Context: an optimization exercise on an open-source flow, tuned for small area and a short achievable clock period. The choices shown serve that exercise and are no tape-out recipe. RTL that was checked went through simulation tests only; none was proved equivalent to the original. For runs 2 to 4, only the layout was checked, not whether the RTL still works. Power and IR drop assume default switching activity.

--- flow/config.mk ---
export PLATFORM = sky130hd
export DESIGN_NAME = dec_addsub
export DESIGN_NICKNAME = dec_addsub
export VERILOG_FILES = /design/flow/design.v
export SDC_FILE = /design/flow/constraint.sdc
export NUM_CORES = 4
export LEC_CHECK = 0
export ABC_CLOCK_PERIOD_IN_PS = 55000
export CAP_MARGIN = 20
export CORE_MARGIN = 2
export CORE_UTILIZATION = 40
export SLEW_MARGIN = 20
--- flow/constraint.sdc ---
create_clock -name core_clock -period 70.0 [get_ports {clk}]
set_input_delay 14.0000 -clock core_clock [delete_from_list [all_inputs] [get_ports {clk}]]
set_output_delay 14.0000 -clock core_clock [all_outputs]
set_load 0.01 [all_outputs]
--- flow/design.v ---
module dec_addsub (
    input  wire         clk,
    input  wire         rst,
    input  wire         in_valid,
    input  wire [1:0]   in_op,
    input  wire [127:0] in_a,
    input  wire [127:0] in_b,
    output reg          out_valid,
    output reg  [127:0] out_result,
    output reg  [1:0]   out_cmp,
    output reg          out_ovf,
    output reg          out_dec_data
);
    localparam ND = 31;
    function valid_operand;
        input [127:0] x;
        integer k;
        begin
            valid_operand = (x[3:0] == 4'hc) || (x[3:0] == 4'hd) || (x[3:0] == 4'hf);
            for (k = 1; k <= ND; k = k + 1)
                if (x[4*k +: 4] > 4'd9) valid_operand = 1'b0;
        end
    endfunction
    wire [123:0] mag_a = in_a[127:4];
    wire [123:0] mag_b = in_b[127:4];
    wire a_zero = (mag_a == 124'd0);
    wire b_zero = (mag_b == 124'd0);
    wire neg_a  = (in_a[3:0] == 4'hd) && !a_zero;
    wire neg_b  = (in_b[3:0] == 4'hd) && !b_zero;
    wire data_err = !valid_operand(in_a) || !valid_operand(in_b);
    function [124:0] bcd_add;
        input [123:0] x;
        input [123:0] y;
        reg [4:0] s;
        reg c;
        integer k;
        begin
            c = 1'b0;
            for (k = 0; k < ND; k = k + 1) begin
                s = x[4*k +: 4] + y[4*k +: 4] + c;
                if (s > 5'd9) begin
                    s = s + 5'd6;
                    c = 1'b1;
                end else begin
                    c = 1'b0;
                end
                bcd_add[4*k +: 4] = s[3:0];
            end
            bcd_add[124] = c;
        end
    endfunction
    function [124:0] bcd_sub;
        input [123:0] x;
        input [123:0] y;
        reg [4:0] d;
        reg b;
        integer k;
        begin
            b = 1'b0;
            for (k = 0; k < ND; k = k + 1) begin
                d = {1'b0, x[4*k +: 4]} - {1'b0, y[4*k +: 4]} - b;
                if (d[4]) begin
                    d = d + 5'd10;
                    b = 1'b1;
                end else begin
                    b = 1'b0;
                end
                bcd_sub[4*k +: 4] = d[3:0];
            end
            bcd_sub[124] = b;
        end
    endfunction
    wire [124:0] sum_ab  = bcd_add(mag_a, mag_b);
    wire [124:0] diff_ab = bcd_sub(mag_a, mag_b);
    wire [124:0] diff_ba = bcd_sub(mag_b, mag_a);
    wire eff_neg_b = (in_op == 2'd1) ? !neg_b : neg_b;
    reg [123:0] r_mag;
    reg         r_neg;
    reg         r_ovf;
    reg [1:0]   r_cmp;
    always @* begin
        if (neg_a == eff_neg_b) begin
            r_mag = sum_ab[123:0];
            r_ovf = sum_ab[124];
            r_neg = neg_a;
        end else if (!diff_ab[124]) begin
            r_mag = diff_ab[123:0];
            r_ovf = 1'b0;
            r_neg = neg_a;
        end else begin
            r_mag = diff_ba[123:0];
            r_ovf = 1'b0;
            r_neg = eff_neg_b;
        end
        if (r_mag == 124'd0)
            r_neg = 1'b0;
        if (neg_a != neg_b)
            r_cmp = neg_a ? 2'b11 : 2'b01;
        else if (mag_a == mag_b)
            r_cmp = 2'b00;
        else if (diff_ab[124] ^ neg_a)
            r_cmp = 2'b11;
        else
            r_cmp = 2'b01;
    end
    always @(posedge clk) begin
        if (rst) begin
            out_valid    <= 1'b0;
            out_result   <= 128'd0;
            out_cmp      <= 2'b00;
            out_ovf      <= 1'b0;
            out_dec_data <= 1'b0;
        end else begin
            out_valid <= in_valid;
            if (in_valid) begin
                out_result   <= {r_mag, r_neg ? 4'hd : 4'hc};
                out_cmp      <= r_cmp;
                out_ovf      <= r_ovf && (in_op != 2'd2);
                out_dec_data <= data_err;
            end
        end
    end
endmodule
--- flow/run.sh ---
#!/bin/bash
# synth_recipe.tcl (not shown) runs the flow's synth.tcl, then flattens the netlist and writes it again
# the make line also repeats each setting of config.mk as NAME=value (left out here)
make -C /OpenROAD-flow-scripts/flow DESIGN_CONFIG=/design/flow/config.mk WORK_HOME=/design/flow/orfs CLKGATE_MAP_FILE= SYNTH_SCRIPT=/design/flow/synth_recipe.tcl finish
==> impl_metrics.env, run 1 <==
export IMPL_status="timing/DRC/antenna clean"
export IMPL_place_gp_congestion=1.031
export IMPL_cp_end_kind="register"
export IMPL_routedWlPerCell_um=26.15
export IMPL_setup_tns_ps=0
export IMPL_core_area_sq_um=83690
export IMPL_drive_above_1_share_pct=4.446
export IMPL_drtIter0Drc=3233
export IMPL_clockRootBuffer="clkbuf_16"
export IMPL_ys_types=79
export IMPL_ys_warn_count=1
export IMPL_initial_core_util_pct=40.46
export IMPL_ios=394
export IMPL_total_power_uw=942.9
export IMPL_cpPeakStageDelay_ps=550
export IMPL_routed_wl_um=151000
export IMPL_grt_pass1_vias=30860
export IMPL_cp_data_arrival_time_ps=67440
export IMPL_ff2ff_path_depth=7
export IMPL_syn_avg_cell_area_sq_um=7.920
export IMPL_crit_type="in -> reg"
export IMPL_cts_buffers=17
export IMPL_crit_family="adder cells"
export IMPL_finalHoldViolCount=0
export IMPL_area_delta_synth_final_pct=18.71
export IMPL_drc=0
export IMPL_die_h_um=294.9
export IMPL_async_reset_ff_share_pct=0
export IMPL_layout_worst_path_cycle_share_pct=95.77
export IMPL_postLayoutCoreUtil_pct=48.03
export IMPL_grt_pass1_wl_um=214100
export IMPL_port_buffers=392
export IMPL_multiInputGateArea_sq_um=28570
export IMPL_period_minus_slack_ps=67040
export IMPL_clk_path_buf_depth=2
export IMPL_fin_cells=5775
export IMPL_min_delay_path_depth=2
export IMPL_p_per_area_nw_per_um2=23.46
export IMPL_clock_skew_ps=0
export IMPL_nets=5678
export IMPL_grt_start_max_net_pins=102
export IMPL_final_common_cell="inv_1"
export IMPL_synth_edf_count=0
export IMPL_dr_pass1_iters=6
export IMPL_drv_slew=0
export IMPL_dominantRegCellSynth="dfxtp_1"
export IMPL_cts_tree="done"
export IMPL_critPathBufInv=80
export IMPL_fp_dieW_um=294.9
export IMPL_antenna_left=0
export IMPL_ff_latch_area_sq_um=2623
export IMPL_cp_max_fo=6
export IMPL_grt_overflow_total=0
export IMPL_grt_usage_pct=34.07
export IMPL_numClockSinks=131
export IMPL_final_cell_mix="684 x inv_1, 614 x ha_1, 387 x clkdlybuf4s50_1"
export IMPL_via_per_inst=5.727
export IMPL_hp_class="reg -> reg"
export IMPL_worst_path_stages=267
export IMPL_ys_seq_area_share_pct=7.745
export IMPL_num_rows=106
export IMPL_cp_slowest_cell="clkdlybuf4s50_1"
export IMPL_drv_cap=0
export IMPL_dr_total_vias=33080
export IMPL_post_place_cells=5708
export IMPL_p_leak_uw=0.01854
export IMPL_crit_top_cell="inv_1"
export IMPL_die_area_sq_um=86990
export IMPL_relSlewSlack_pct=12.41
export IMPL_hold_ws_ps=466.3
export IMPL_required_ps=70400
export IMPL_max_vdd_ir_drop_mv=0.02317
export IMPL_finalSetupViolCount=0
export IMPL_tightest_slew_ps=1302
export IMPL_syn_inst=4275
export IMPL_fillers=8365
export IMPL_clock_latency_ps=520
export IMPL_htree_levels=4
export IMPL_fmax_mhz=14.92
export IMPL_dp_hpwl_um=127200
export IMPL_ys_ff_latch=131
export IMPL_synth_area_sq_um=33860
export IMPL_path_clk_slew_ps=80
export IMPL_antenna_found_initial=16
export IMPL_setup_worst_path_start_class="primary input"
-- per-stage QoR --
| stage | area (sq um) | worst slack, ps |
|---|---|---|
| 2_1_floorplan | 33860 | 4500 |
| 3_3_place_gp | 38970 | -136.4 |
| 3_5_place_dp | 38970 | -1493 |
| 4_1_cts | 39650 | 59.39 |
| 5_1_grt | 40180 | -413.1 |
| 6_report | 40190 | 2961 |
-- cell type report --
cell class              count  share of cell area, %
diodes                      8                0.04981
clock buffers              19                  1.077
clock inverters            13                 0.4887
inverters                 686                  6.406
multi-input cells        3339                  71.09
flip-flops and latches    131                  6.525
well taps                1134                  3.530
repair buffers            445                  10.84
-- power breakdown --
group	leakage (uW)	switching, uW	internal, uW
clock	0.000300	46.9	60.2
sequential	0.00108	8.61	88.2
combinational	0.0172	453	286
-- flip-flops by register name (all words and copies together) (netlist names) --
register and count:
out_ovf 1, out_result 126, out_dec_data 1, out_valid 1, out_cmp 2
-- tightest hold or removal path: cells and delay by family, from the launching register on --
kind / cells / cell delay (ps)
AO/OA/AOI/OAI: 1 / 50
flip-flops: 1 / 310
AND/OR/NAND/NOR: 1 / 60
-- logic make-up (layout without fill, tap and decap cells) --
group | Yosys count | count (layout) | synth area share [%]
multiplexers | 207 | 207 | 6.238
XOR/XNOR | 428 | 428 | 11.48
other | 1 | 9 | 0.01108
flip-flops | 131 | 131 | 7.745
buffers and inverters | 805 | 1163 | 9.098
adder cells (fa/ha/maj) | 797 | 797 | 33.51
AO/OA/AOI/OAI | 836 | 836 | 15.38
AND/OR/NAND/NOR | 1070 | 1070 | 16.55
-- cell usage after synthesis (all sizes together), types with 10 or more instances --
cell type | count | area [sq um]
or3 | 12 | 75.07
o31ai | 15 | 112.6
xnor2 | 237 | 2076
clkbuf | 69 | 259.0
dfxtp | 131 | 2623
a2bb2oi | 17 | 148.9
fa | 183 | 3664
a211o | 14 | 122.6
a21o | 20 | 150.1
nand3 | 24 | 120.1
nor4 | 110 | 688.2
buf | 50 | 246.5
and2 | 16 | 100.1
a21oi | 233 | 1166
nand3b | 72 | 540.5
nand4 | 75 | 469.2
nand2 | 177 | 666.9
o21bai | 28 | 210.2
ha | 614 | 7682
o21a | 23 | 172.7
a311oi | 19 | 166.4
nand2b | 121 | 757.0
or4 | 16 | 120.1
xor2 | 181 | 1585
mux2i | 175 | 1752
a221oi | 13 | 120.1
and3 | 11 | 68.82
nor2 | 299 | 1122
o211ai | 22 | 165.2
o21ai | 235 | 1176
nor3 | 49 | 245.2
o22ai | 44 | 275.3
inv | 686 | 2575
nor2b | 50 | 312.8
a211oi | 51 | 382.9
mux2 | 32 | 360.4
xnor3 | 10 | 225.2
a31oi | 31 | 193.9
-- timing repair --
item,in CTS,in global routing
endpoints found under the setup margin,4,13
setup buffers,0,27
gates resized for setup,9,59
hold buffers,0,0
pin swaps,0,27
-- path summary, 6_finish.rpt --
path / from / endpoint / slack (ps)
setup reg to reg: out_result[0] / out_result[0] / 67760
setup / recovery: in_a[4] / out_result[0] / 2960
hold / removal: out_result[102] / out_result[102] / 470
hold reg to reg: out_result[102] / out_result[102] / 470
-- per-layer routing --
| layer | track usage, % | share of wire [%] |
|---|---|---|
| met1 | 45.32 | 42 |
| met2 | 51.20 | 42 |
| met3 | 6.796 | 9.4 |
| met4 | 19.61 | 6.5 |
| met5 | 0 | 0.068 |
==> inputs of run 2 (changes only) <==
==> flow/design.v (replaced) <==
module dec_addsub (
    input  wire         clk,
    input  wire         rst,
    input  wire         in_valid,
    input  wire [1:0]   in_op,
    input  wire [127:0] in_a,
    input  wire [127:0] in_b,
    output reg          out_valid,
    output wire [127:0] out_result,
    output wire [1:0]   out_cmp,
    output wire         out_ovf,
    output wire         out_dec_data
);
    localparam ND = 31;
    function valid_operand;
        input [127:0] x;
        integer k;
        begin
            valid_operand = (x[3:0] == 4'hc) || (x[3:0] == 4'hd) || (x[3:0] == 4'hf);
            for (k = 1; k <= ND; k = k + 1)
                if (x[4*k+3] & (x[4*k+2] | x[4*k+1])) valid_operand = 1'b0;
        end
    endfunction
    wire data_err = !valid_operand(in_a) || !valid_operand(in_b);
    wire sa  = (in_a[3:0] == 4'hd);
    wire sb  = (in_b[3:0] == 4'hd);
    wire sub = sa ^ sb ^ (in_op[0] | in_op[1]);
    wire [ND-1:0] g, p;
    wire [4:0]    z [0:ND-1];
    genvar k;
    generate
        for (k = 0; k < ND; k = k + 1) begin : dig
            wire [3:0] a = in_a[4*k+4 +: 4];
            wire [3:0] b = in_b[4*k+4 +: 4];
            wire [3:0] bc = {~(b[3] | b[2] | b[1]), b[2] ^ b[1], b[1], ~b[0]};
            wire [3:0] bb = sub ? bc : b;
            assign z[k] = a + bb;
            assign g[k] = (z[k] > 5'd9);
            assign p[k] = (z[k] == 5'd9);
        end
    endgenerate
    wire [ND-1:0] gl [0:5];
    wire [ND-1:0] pl [0:5];
    assign gl[0] = g;
    assign pl[0] = p;
    genvar l, i;
    generate
        for (l = 0; l < 5; l = l + 1) begin : lev
            for (i = 0; i < ND; i = i + 1) begin : node
                if ((i >> l) & 1) begin : comb
                    localparam integer J = ((i >> l) << l) - 1;
                    assign gl[l+1][i] = gl[l][i] | (pl[l][i] & gl[l][J]);
                    assign pl[l+1][i] = pl[l][i] & pl[l][J];
                end else begin : pass
                    assign gl[l+1][i] = gl[l][i];
                    assign pl[l+1][i] = pl[l][i];
                end
            end
        end
    endgenerate
    wire [ND-1:0] G = gl[5];
    wire [ND-1:0] P = pl[5];
    wire cout = G[ND-1];
    wire cin  = sub & cout;            
    wire [ND-1:0] c = {G[ND-2:0] | (P[ND-2:0] & {(ND-1){cin}}), cin};
    reg [123:0] r_dig;
    reg         r_inv, r_neg, r_ovf, r_dd;
    integer n;
    reg [4:0] t;
    always @(posedge clk) begin
        for (n = 0; n < ND; n = n + 1) begin
            t = z[n] + c[n];
            r_dig[4*n +: 4] <= (t > 5'd9) ? t[3:0] + 4'd6 : t[3:0];
        end
        r_inv <= sub & !cout;
        r_neg <= sa ^ (sub & !cout);
        r_ovf <= !sub & cout;
        r_dd  <= data_err;
    end
    always @(posedge clk)
        out_valid <= in_valid & !rst;
    reg [123:0] mag;
    reg         all0, all9;
    always @* begin
        all0 = 1'b1;
        all9 = 1'b1;
        for (n = 0; n < ND; n = n + 1) begin
            mag[4*n +: 4] = r_inv ? 4'd9 - r_dig[4*n +: 4] : r_dig[4*n +: 4];
            if (r_dig[4*n +: 4] != 4'd0) all0 = 1'b0;
            if (r_dig[4*n +: 4] != 4'd9) all9 = 1'b0;
        end
    end
    wire zero    = r_inv ? all9 : all0;
    wire nonzero = !zero | r_ovf;
    assign out_result   = {mag, 3'b110, r_neg & !zero};
    assign out_ovf      = r_ovf;
    assign out_cmp      = {r_neg & nonzero, nonzero};
    assign out_dec_data = r_dd;
endmodule
==> run 2 against run 1 <==
  * Global-route usage decreased by 5.7 points
  * Hold slack improved by 14000 ps
  * Flip-flop and latch count is 2 lower
  * Setup slack gained 45000 ps
  * Cell count shrank 45%
  * Synthesized area fell by 47%
  * Critical endpoint is now r_dig[111]
  * Clock power decreased by 14%
  * Fmax rose to 3.1 times the previous value
==> impl_metrics.env, run 2 <==
export IMPL_core_area_sq_um=44120
export IMPL_p_per_area_nw_per_um2=37.73
export IMPL_hp_class="in -> reg"
export IMPL_cts_resized=0
export IMPL_num_rows=77
export IMPL_placedInstanceArea_sq_um=22160
export IMPL_numClockSinks=129
export IMPL_hold_ws_ps=14110
export IMPL_htree_levels=4
export IMPL_status="timing/DRC/antenna clean"
export IMPL_cts_tree="done"
export IMPL_antenna_found_initial=2
export IMPL_dominantRegCellSynth="dfxtp_1"
export IMPL_setup_worst_path_start_class="primary input"
export IMPL_ys_warn_count=1
export IMPL_synthTopCellsByCount="284 x ha_1, 258 x inv_1, 204 x xnor2_1"
export IMPL_grt_usage_pct=28.37
export IMPL_via_per_inst=5.546
export IMPL_initial_core_util_pct=40.45
export IMPL_syn_avg_cell_area_sq_um=8.135
export IMPL_drive_above_1_share_pct=4.697
export IMPL_ys_types=97
export IMPL_relSlewSlack_pct=27.04
export IMPL_largest_reg_flops=124
export IMPL_post_place_cells=3115
export IMPL_drc=0
export IMPL_die_h_um=215.2
export IMPL_clk_path_buf_depth=2
export IMPL_setup_slack_ps=48330
export IMPL_syn_inst=2194
export IMPL_routed_wl_um=67050
export IMPL_finalSetupViolCount=0
export IMPL_regMostFlops="r_dig"
export IMPL_die_area_sq_um=46320
export IMPL_crit_type="in -> reg"
export IMPL_drv_slew=0
export IMPL_grt_start_max_net_pins=98
export IMPL_ys_ff_latch=129
export IMPL_ios=394
export IMPL_cp_end_kind="register"
export IMPL_grt_pass1_wl_um=100200
export IMPL_hold_buffers=0
export IMPL_area_delta_synth_final_pct=27.51
export IMPL_rsz0062_at_grt="no"
export IMPL_layout_worst_path_cycle_share_pct=30.95
export IMPL_finalInstanceArea_sq_um=22760
export IMPL_port_buffers=390
export IMPL_drtIter0Drc=1273
export IMPL_required_ps=70340
export IMPL_synth_edf_count=0
export IMPL_period_minus_slack_ps=21670
export IMPL_cts_buffers=17
export IMPL_dr_pass1_iters=5
export IMPL_clockRootBuffer="clkbuf_16"
export IMPL_max_vdd_ir_drop_mv=0.02103
export IMPL_dr_total_vias=17460
export IMPL_fmax_mhz=46.15
export IMPL_grt_pass1_vias=17270
export IMPL_dpl_worst_slack_ps=47980
export IMPL_p_leak_uw=0.01029
export IMPL_yosysTopAreaCell="ha_1"
export IMPL_fin_cells=3148
export IMPL_final_common_cell="clkdlybuf4s50_1"
export IMPL_routedWlPerCell_um=21.30
export IMPL_tightest_slew_ps=1094
export IMPL_antenna_left=0
export IMPL_place_gp_congestion=0.9624
export IMPL_nets=3119
export IMPL_post_cts_buffers=0
export IMPL_drv_cap=0
export IMPL_dp_hpwl_um=58990
export IMPL_final_cell_mix="390 x clkdlybuf4s50_1, 284 x ha_1, 258 x inv_1"
export IMPL_cp_data_arrival_time_ps=22000
export IMPL_path_clk_slew_ps=60
export IMPL_async_reset_ff_share_pct=0
export IMPL_setup_tns_ps=0
export IMPL_synthTopCellsByArea="ha_1 20%, dfxtp_1 14%, xnor2_1 10%"
export IMPL_finalHoldViolCount=0
export IMPL_yosysMostFrequentCell="ha_1"
export IMPL_ys_seq_area_share_pct=14.47
export IMPL_grt_overflow_total=0
export IMPL_yosysTopAreaCellShare_pct=19.91
export IMPL_synth_area_sq_um=17850
export IMPL_fp_dieW_um=215.2
export IMPL_cp_max_fo=53
==> run 2: changes by cell type in the layout (fill, tap and decap cells not counted), moves of 59 or more <==
cell / delta
ha_1: -330
nand3b_1: -66
fa_1: -150
mux2i_1: -142
o21ai_0: -121
a21oi_1: -132
a21o_1: +59
nor2_1: -210
nand2b_1: -103
xor2_1: -93
inv_1: -426
==> run 2: worst paths after layout <==
| path | startpoint | to | slack, ps | cells after the start |
|---|---|---|---|---|
| worst max-delay path | in_b[1] | r_dig[111] | 48330 | 27 |
| worst min-delay path | rst | out_valid | 14110 | 2 |
==> run 2: worst max-delay path, cell delays in order <==
cell and delay (ps):
clkdlybuf4s50_1 500, and4b_1 240, xor3_4 720, buf_4 640, xnor2_1 140, ha_1 240, fa_1 400, xor2_1 240
or2_2 330, nor4_1 290, nand4_1 220, o311ai_1 790, a31oi_2 310, o21ai_2 300, nor2_1 180, o32a_1 370
o21ai_1 160, ha_1 210, ha_1 190, xnor2_1 130, ha_1 250, a31o_2 230, nor2_1 90, nor2_1 50
o21ai_0 360, nor2b_1 220, xnor2_1 150
==> run 2: power by group <==
| part | switching [uW] | total [uW] | leakage [uW] | internal [uW] |
|---|---|---|---|---|
| Combinational | 311 | 591 | 0.00891 | 281 |
| Sequential | 57.8 | 175 | 0.00109 | 117 |
| Clock | 35.0 | 92.3 | 0.000292 | 57.4 |
==> run 2: cells by family after synthesis <==
family          share of synthesized area (%)
compound gates                          18.69
fa+ha+maj                               23.39
buf+inv                                 7.600
simple gates                            18.32
mux                                     3.933
flops                                   14.47
other cells                           0.04208
xor+xnor                                13.56
==> run 2: cell type report <==
class	instances	area [sq um]
Inverter	259	972.2
Clock buffer	20	456.7
Tap cell	592	740.7
Fill cell	4323	21370
Sequential cell	129	2586
Timing Repair Buffer	396	3946
Clock inverter	11	136.4
Multi-Input combinational cell	1740	13920
Antenna cell	1	2.502
==> run 2: routing by layer <==
metal | track usage [%] | up-vias | part of all wire, %
met2 | 47.67 | 544 | 46
li1 | - | 8565 | -
met4 | 12.14 | 2 | 4.3
met5 | 0 | - | 0.019
met3 | 5.832 | 102 | 6.5
met1 | 35.10 | 8247 | 43
==> run 2: metrics by stage <==
step	util [%]	total power (uW)
6_report	51.57	858.7
5_1_grt	51.57	919.3
4_1_cts	51.56	856.7
3_5_place_dp	50.21	761.5
3_3_place_gp	50.21	750.3
2_1_floorplan	-	513.0
==> inputs of run 3 (changes only) <==
--- a/flow/design.v
+++ b/flow/design.v
@@ -26,17 +26,29 @@
     wire sb  = (in_b[3:0] == 4'hd);
     wire sub = sa ^ sb ^ (in_op[0] | in_op[1]);
     wire [ND-1:0] g, p;
-    wire [4:0]    z [0:ND-1];
+    wire [3:0]    s0 [0:ND-1];
     genvar k;
     generate
         for (k = 0; k < ND; k = k + 1) begin : dig
             wire [3:0] a = in_a[4*k+4 +: 4];
             wire [3:0] b = in_b[4*k+4 +: 4];
-            wire [3:0] bc = {~(b[3] | b[2] | b[1]), b[2] ^ b[1], b[1], ~b[0]};
-            wire [3:0] bb = sub ? bc : b;
-            assign z[k] = a + bb;
-            assign g[k] = (z[k] > 5'd9);
-            assign p[k] = (z[k] == 5'd9);
+            wire [3:0] bb = {sub ? ~(b[3] | b[2] | b[1]) : b[3],
+                             b[2] ^ (sub & b[1]), b[1], b[0] ^ sub};
+            wire [4:0] z;
+            wire [4:1] cy;
+            assign z[0]  = a[0] ^ bb[0];
+            assign cy[1] = a[0] & bb[0];
+            assign z[1]  = a[1] ^ bb[1] ^ cy[1];
+            assign cy[2] = (a[1] & bb[1]) | (a[1] & cy[1]) | (bb[1] & cy[1]);
+            assign z[2]  = a[2] ^ bb[2] ^ cy[2];
+            assign cy[3] = (a[2] & bb[2]) | (a[2] & cy[2]) | (bb[2] & cy[2]);
+            assign z[3]  = a[3] ^ bb[3] ^ cy[3];
+            assign cy[4] = (a[3] & bb[3]) | (a[3] & cy[3]) | (bb[3] & cy[3]);
+            assign z[4]  = cy[4];
+            assign g[k] = z[4] | (z[3] & (z[2] | z[1]));             
+            assign p[k] = z[3] & z[0] & !z[2] & !z[1] & !z[4];       
+            assign s0[k] = {z[3] ^ (g[k] & (z[2] | z[1])), z[2] ^ (g[k] & !z[1]),
+                            z[1] ^ g[k], z[0]};
         end
     endgenerate
     wire [ND-1:0] gl [0:5];
@@ -63,15 +75,22 @@
     wire cout = G[ND-1];
     wire cin  = sub & cout;            
     wire [ND-1:0] c = {G[ND-2:0] | (P[ND-2:0] & {(ND-1){cin}}), cin};
+    function [3:0] inc_digit;
+        input [3:0] d;
+        input ci;
+        begin
+            inc_digit[0] = d[0] ^ ci;
+            inc_digit[1] = d[1] ^ (ci & d[0] & !d[3]);
+            inc_digit[2] = d[2] ^ (ci & d[0] & d[1]);
+            inc_digit[3] = d[3] ^ (ci & d[0] & (d[3] | (d[2] & d[1])));
+        end
+    endfunction
     reg [123:0] r_dig;
     reg         r_inv, r_neg, r_ovf, r_dd;
     integer n;
-    reg [4:0] t;
     always @(posedge clk) begin
-        for (n = 0; n < ND; n = n + 1) begin
-            t = z[n] + c[n];
-            r_dig[4*n +: 4] <= (t > 5'd9) ? t[3:0] + 4'd6 : t[3:0];
-        end
+        for (n = 0; n < ND; n = n + 1)
+            r_dig[4*n +: 4] <= inc_digit(s0[n], c[n]);
         r_inv <= sub & !cout;
         r_neg <= sa ^ (sub & !cout);
         r_ovf <= !sub & cout;
@@ -79,15 +98,25 @@
     end
     always @(posedge clk)
         out_valid <= in_valid & !rst;
+    function [3:0] nine_comp;
+        input [3:0] d;
+        input inv;
+        begin
+            nine_comp[0] = d[0] ^ inv;
+            nine_comp[1] = d[1];
+            nine_comp[2] = d[2] ^ (inv & d[1]);
+            nine_comp[3] = inv ? !(d[3] | d[2] | d[1]) : d[3];
+        end
+    endfunction
     reg [123:0] mag;
     reg         all0, all9;
     always @* begin
         all0 = 1'b1;
         all9 = 1'b1;
         for (n = 0; n < ND; n = n + 1) begin
-            mag[4*n +: 4] = r_inv ? 4'd9 - r_dig[4*n +: 4] : r_dig[4*n +: 4];
+            mag[4*n +: 4] = nine_comp(r_dig[4*n +: 4], r_inv);
             if (r_dig[4*n +: 4] != 4'd0) all0 = 1'b0;
-            if (r_dig[4*n +: 4] != 4'd9) all9 = 1'b0;
+            if (!(r_dig[4*n+3] & r_dig[4*n])) all9 = 1'b0;
         end
     end
     wire zero    = r_inv ? all9 : all0;
==> run 3 against run 2 <==
  * Combinational power is 32% lower
  * Design area is 23% lower
  * Synthesized area shrank 28%
  * Synthesized cell count shrank 33%
  * Critical path depth fell by 4
  * Hold slack better by 11 ps
  * First-iteration DRC count down 34%
  * Clock power is 5.4% higher
  * Clock-buffer cell count unchanged
==> impl_metrics.env, run 3 <==
export IMPL_antenna_left=0
export IMPL_fillers=2889
export IMPL_via_per_inst=5.425
export IMPL_ys_ff_latch=129
export IMPL_cpPeakStageDelay_ps=780
export IMPL_dpl_worst_slack_ps=48360
export IMPL_grt_pass1_wl_um=72590
export IMPL_synthTopCellsByArea="dfxtp_1 20%, fa_1 14%, ha_1 9.0%"
export IMPL_crit_top_cell="fa_1"
export IMPL_finalHoldViolCount=0
export IMPL_min_delay_path_depth=2
export IMPL_yosysTopAreaCell="dfxtp_1"
export IMPL_drv_cap=0
export IMPL_cts_tree="done"
export IMPL_synth_fa_ha_area_share_pct=23.52
export IMPL_synth_area_sq_um=12860
export IMPL_setup_worst_path_start_class="primary input"
export IMPL_dominantRegCellSynth="dfxtp_1"
export IMPL_nets=2269
export IMPL_die_h_um=183.3
export IMPL_cts_buffers=17
export IMPL_multiInputGateArea_sq_um=9723
export IMPL_layout_worst_path_cycle_share_pct=30.49
export IMPL_rsz0062_at_grt="no"
export IMPL_setup_slack_ps=48660
export IMPL_antenna_found_initial=5
export IMPL_yosysTopAreaCellShare_pct=20.07
export IMPL_synth_xor_area_share_pct=14.98
export IMPL_hold_buffers=0
export IMPL_fmax_mhz=46.86
export IMPL_critPathBufInv=2
export IMPL_synthMuxAreaShare_pct=2.957
export IMPL_drc=0
export IMPL_final_cell_mix="390 x clkdlybuf4s50_1, 128 x dfxtp_1, 124 x xnor2_1"
export IMPL_clockRootBuffer="clkbuf_16"
export IMPL_postLayoutCoreUtil_pct=55.65
export IMPL_synth_edf_count=0
export IMPL_dr_total_vias=12150
export IMPL_routed_wl_um=49530
export IMPL_synth_top_family_by_area="adder cells"
export IMPL_min_delay_worst_endpoint="out_valid"
export IMPL_hp_class="in -> reg"
export IMPL_async_reset_ff_share_pct=0
export IMPL_max_vdd_ir_drop_mv=0.02454
export IMPL_syn_inst=1468
export IMPL_core_area_sq_um=31640
export IMPL_dr_pass1_iters=5
export IMPL_die_area_sq_um=33610
export IMPL_htree_levels=4
export IMPL_path_clk_slew_ps=60
export IMPL_p_leak_uw=0.007211
export IMPL_dp_hpwl_um=42530
export IMPL_ys_seq_area_share_pct=20.07
export IMPL_drv_slew=0
export IMPL_port_buffers=390
export IMPL_largest_reg_flops=124
export IMPL_cts_resized=0
export IMPL_post_cts_buffers=0
export IMPL_area_delta_synth_final_pct=36.86
export IMPL_finalInstanceArea_sq_um=17610
export IMPL_final_common_cell="clkdlybuf4s50_1"
export IMPL_num_rows=65
export IMPL_regMostFlops="r_dig"
export IMPL_setup_tns_ps=0
export IMPL_ys_types=65
export IMPL_required_ps=70310
export IMPL_grt_pass1_vias=12420
export IMPL_finalSetupViolCount=0
export IMPL_grt_start_max_net_pins=58
export IMPL_grt_usage_pct=29.29
export IMPL_p_per_area_nw_per_um2=37.19
export IMPL_synth_compound_area_share_pct=12.61
export IMPL_fp_dieW_um=183.3
export IMPL_placedInstanceArea_sq_um=16970
export IMPL_crit_type="in -> reg"
export IMPL_syn_avg_cell_area_sq_um=8.764
export IMPL_hp_start="rst"
export IMPL_drtIter0Drc=841
export IMPL_ys_warn_count=1
export IMPL_path_cells="clkdlybuf4s50_1, nand4_1, xor2_1, xor2_4, buf_4, xnor2_1, ha_1, fa_1, fa_1, fa_1, and3b_1, a311oi_1, nand2_1, a221oi_1, o31ai_4, o211ai_1, nand2_1, a21oi_1, o21bai_1, ha_1, nand2b_1, nor2_1, a21o_1"
export IMPL_yosysMostFrequentCell="dfxtp_1"
export IMPL_period_minus_slack_ps=21340
export IMPL_cp_end_kind="register"
export IMPL_tightest_slew_ps=1027
export IMPL_cp_data_arrival_time_ps=21650
export IMPL_routedWlPerCell_um=22.11
export IMPL_initial_core_util_pct=40.66
export IMPL_hold_ws_ps=14120
export IMPL_relSlewSlack_pct=30.90
export IMPL_drive_above_1_share_pct=4.850
export IMPL_place_gp_congestion=0.9404
export IMPL_ios=394
export IMPL_numClockSinks=129
export IMPL_clk_path_buf_depth=2
export IMPL_synthTopCellsByCount="129 x dfxtp_1, 125 x xnor2_1, 121 x nand2_1"
export IMPL_status="timing/DRC/antenna clean"
export IMPL_cp_max_fo=47
export IMPL_synth_simple_gate_area_share_pct=21.22
export IMPL_crit_family="compound AO/OA/AOI/OAI gates"
export IMPL_cp_slowest_cell="xor2_4"
export IMPL_ff_latch_area_sq_um=2586
export IMPL_grt_overflow_total=0
## run 3: layout make-up
| type | instances | share of cell area [%] |
|---|---|---|
| Tap cell | 402 | 2.857 |
| Antenna cell | 3 | 0.04264 |
| Multi-Input combinational cell | 1220 | 55.22 |
| Timing Repair Buffer | 394 | 22.34 |
| Inverter | 60 | 1.279 |
| Clock buffer | 20 | 2.537 |
| Sequential cell | 129 | 14.69 |
| Clock inverter | 12 | 1.030 |
## run 3: worst max-delay path by stage
| stage | from | end | slack, ps | depth (start not counted) |
|---|---|---|---|---|
| finish | in_b[0] | r_dig[31] | 48660 | 23 |
| floorplan | in_b[1] | r_dig[62] | 50210 | 23 |
| global route | in_b[1] | r_dig[23] | 48210 | 24 |
| CTS | in_b[0] | r_dig[31] | 48750 | 23 |
| global placement | in_b[0] | r_dig[26] | 48380 | 22 |
| detailed placement | in_b[2] | r_dig[26] | 48360 | 22 |
## run 3: cells by family after synthesis
group | after synthesis
and+or+nand+nor | 522
AOI/OAI and AO/OA | 255
xor gates and xnor gates | 220
adders and majority gates | 186
DFF | 129
buffers and inverters | 120
muxes | 34
other | 2
## run 3: per-layer routing
| layer | part of all wire, % | global-route usage (%) |
|---|---|---|
| met3 | 6.9 | 6.354 |
| met1 | 43 | 36.95 |
| met5 | 0.061 | 0 |
| met2 | 47 | 49.61 |
| met4 | 3.1 | 9.984 |
## run 3: where the power goes
group | internal (uW) | switching [uW]
registers | 114 | 44.8
logic | 203 | 196
clock network | 60.9 | 36.4
## run 3: through the flow
stage | power (uW) | instances
5_1_grt | 696.0 | 2238
6_report | 654.8 | 2240
3_3_place_gp | 553.7 | 2205
2_1_floorplan | 372.7 | 1469
4_1_cts | 655.6 | 2237
3_5_place_dp | 555.0 | 2205
==> inputs of run 4 (changes only) <==
==> flow/flow/run.sh (new file) <==
#!/bin/bash
# Standard layout, with the smallest buffer on every input and output port.
set -euo pipefail
bash standard.sh BUFFER_PORTS_ARGS="-buffer_cell sky130_fd_sc_hd__buf_1" finish > standard.log 2>&1
==> flow/standard.sh (new file) <==
#!/bin/bash
# synth_recipe.tcl (not shown) runs the flow's synth.tcl, then flattens the netlist and writes it again
# the make line also repeats each setting of config.mk as NAME=value (left out here)
make -C /OpenROAD-flow-scripts/flow DESIGN_CONFIG=/design/flow/config.mk WORK_HOME=/design/flow/orfs CLKGATE_MAP_FILE= SYNTH_SCRIPT=/design/flow/synth_recipe.tcl "${@:-finish}"
removed: flow/run.sh
==> run 4 against run 3 <==
  * Still clean
  * Design area down 14%
  * Global-route usage shrank 2.0 points
  * Cell count hardly changed
  * Sequential power about the same
  * Total power down 11%
  * Synthesized area stayed put
  * Die area is the same
  * Critical path type unchanged
==> impl_metrics.env, run 4 <==
export IMPL_period_minus_slack_ps=21200
export IMPL_area_delta_synth_final_pct=17.97
export IMPL_ys_warn_count=1
export IMPL_synth_area_sq_um=12860
export IMPL_ys_types=65
export IMPL_required_ps=70300
export IMPL_clk_path_buf_depth=2
export IMPL_final_common_cell="buf_1"
export IMPL_cp_max_fo=45
export IMPL_ys_seq_area_share_pct=20.07
export IMPL_placedInstanceArea_sq_um=14530
export IMPL_status="timing/DRC/antenna clean"
export IMPL_yosysTopAreaCell="dfxtp_1"
export IMPL_syn_inst=1468
export IMPL_cts_resized=0
export IMPL_relSlewSlack_pct=32.77
export IMPL_fp_dieW_um=183.3
export IMPL_dp_hpwl_um=40450
export IMPL_fmax_mhz=47.17
export IMPL_hp_class="in -> reg"
export IMPL_grt_pass1_vias=11830
export IMPL_ys_ff_latch=129
export IMPL_core_area_sq_um=31640
export IMPL_dominantRegCellSynth="dfxtp_1"
export IMPL_numClockSinks=129
export IMPL_path_clk_slew_ps=60
export IMPL_htree_levels=4
export IMPL_drc=0
export IMPL_max_vdd_ir_drop_mv=0.02048
export IMPL_drtIter0Drc=733
export IMPL_ios=394
export IMPL_clockRootBuffer="clkbuf_16"
export IMPL_post_place_cells=2205
export IMPL_drv_cap=0
export IMPL_setup_tns_ps=0
export IMPL_port_buffers=390
export IMPL_via_per_inst=5.489
export IMPL_die_area_sq_um=33610
export IMPL_finalSetupViolCount=0
export IMPL_cts_tree="done"
export IMPL_post_cts_buffers=0
export IMPL_yosysTopAreaCellShare_pct=20.07
export IMPL_drv_slew=0
export IMPL_grt_usage_pct=27.28
export IMPL_yosysMostFrequentCell="dfxtp_1"
export IMPL_place_gp_congestion=0.9509
export IMPL_dr_total_vias=12280
export IMPL_drive_above_1_share_pct=4.905
export IMPL_die_h_um=183.3
export IMPL_initial_core_util_pct=40.66
export IMPL_nets=2269
export IMPL_regMostFlops="r_dig"
export IMPL_synthTopCellsByCount="129 x dfxtp_1, 125 x xnor2_1, 121 x nand2_1"
export IMPL_setup_worst_path_start_class="primary input"
export IMPL_dr_pass1_iters=7
export IMPL_routedWlPerCell_um=20.93
export IMPL_cts_buffers=17
export IMPL_p_per_area_nw_per_um2=38.36
export IMPL_grt_pass1_wl_um=68060
export IMPL_p_leak_uw=0.006161
export IMPL_synth_edf_count=0
export IMPL_cp_end_kind="register"
export IMPL_final_cell_mix="390 x buf_1, 128 x dfxtp_1, 124 x xnor2_1"
export IMPL_grt_start_max_net_pins=68
export IMPL_finalInstanceArea_sq_um=15180
export IMPL_hold_buffers=0
export IMPL_async_reset_ff_share_pct=0
export IMPL_grt_overflow_total=0
export IMPL_cp_data_arrival_time_ps=21500
export IMPL_finalHoldViolCount=0
export IMPL_num_rows=65
export IMPL_largest_reg_flops=124
export IMPL_antenna_found_initial=1
export IMPL_hold_ws_ps=13730
export IMPL_rsz0062_at_grt="no"
export IMPL_fin_cells=2238
export IMPL_tightest_slew_ps=997.8
export IMPL_layout_worst_path_cycle_share_pct=30.29
export IMPL_routed_wl_um=46830
export IMPL_antenna_left=0
export IMPL_syn_avg_cell_area_sq_um=8.764
export IMPL_crit_type="in -> reg"
export IMPL_postLayoutCoreUtil_pct=47.97
export IMPL_synthTopCellsByArea="dfxtp_1 20%, fa_1 14%, ha_1 9.0%"
## run 4: cell counts after synthesis
Identical to the previous run, type by type.
## run 4: final cells by class
cell class / count / area, sq um
tap: 402 / 503.0
clock buffer: 19 / 442.9
clock inverter: 13 / 200.2
inverter: 60 / 225.2
timing repair buffer: 394 / 1494
fill: 3085 / 16460
sequential: 129 / 2586
antenna: 1 / 2.502
multi-input combinational: 1220 / 9723
## run 4: through the flow
stage / setup slack [ps] / total power (uW)
global placement: 48470 / 477.0
floorplan: 50210 / 372.7
finish: 48800 / 582.2
global route: 48090 / 621.1
CTS: 48770 / 581.1
detailed placement: 48350 / 480.2
## run 4: per-layer routing
layer  track usage [%]  routed length [um]  vias to the layer above
li1                  -                   -                     5817
met1             35.25               19970                     5889
met2             46.59               22330                      509
met3             5.183                3366                       67
met4             7.456                1156                        2
met5                 0                  13                        -
## run 4: kinds of logic (layout without fill, tap and decap cells)
logic type / count (synthesis) / count (layout) / share of synthesized area, %
compound gates: 255 / 255 / 12.61
xor+xnor: 220 / 220 / 14.98
fa+ha+maj: 186 / 186 / 23.52
buf+inv: 120 / 486 / 4.581
flops: 129 / 129 / 20.07
mux: 34 / 34 / 2.957
other cells: 2 / 4 / 0.05838
simple gates: 522 / 522 / 21.22
## run 4: worst paths after layout
kind / startpoint / endpoint / cells past startpoint / slack, ps
max: in_b[1] / r_dig[94] / 24 / 48800
min: rst / out_valid / 2 / 13730
## run 4: power breakdown
part           leakage (uW)  switching [uW]  internal [uW]
clock network      0.000311            37.1           61.5
registers           0.00108            42.6            114
logic               0.00477             194            134
total               0.00616             273            309
## run 4: critical path, stage by stage
cell and delay, ps:
buf_1 70, inv_1 70, nand4_1 200, xor2_1 560, xor2_4 780, buf_4 470
buf_4 590, xnor2_1 130, ha_1 220, fa_1 380, fa_1 380, fa_1 550
nor4b_1 590, nand2_1 170, nor3b_1 300, o211ai_1 210, a211oi_2 280, nor2_1 120
o311a_1 420, o21a_1 260, o31ai_1 220, ha_1 220, nand2b_1 100, xor2_1 170

==> re-timing with driven ports <==
The results above use ideal ports. As a check the final layouts listed here were re-extracted and re-timed, cells and wires unchanged. Step 1: set_driving_cell puts a clkbuf_16 on clk and a buf_2 on each other input, an assumption about the parent block. Step 2 times the ports against the registers' clock, not the clock port: input delays grow and output delays shrink by t, the midpoint of the rising clock arrivals with the driver on. a / b / c = ideal / step 1 / step 2; a / b = the first two.
run	shift t [ns]	setup WS [ns]	worst slew at a driven data input, ns	cell pins on the clock port's net
run 1	0.579	2.961 / 3.003 / 2.424	0.11	1
run 2	0.473	48.332 / 48.359 / 47.887	0.07	1
run 3	0.468	48.660 / 48.688 / 48.220	0.10	1
run 4	0.471	48.800 / 48.826 / 48.355	0.10	1
After both steps setup and hold are still met in every run listed. For run 1, which loses most, drivers alone change the setup slack by +0.042 ns; drivers and shift together by -0.537 ns.
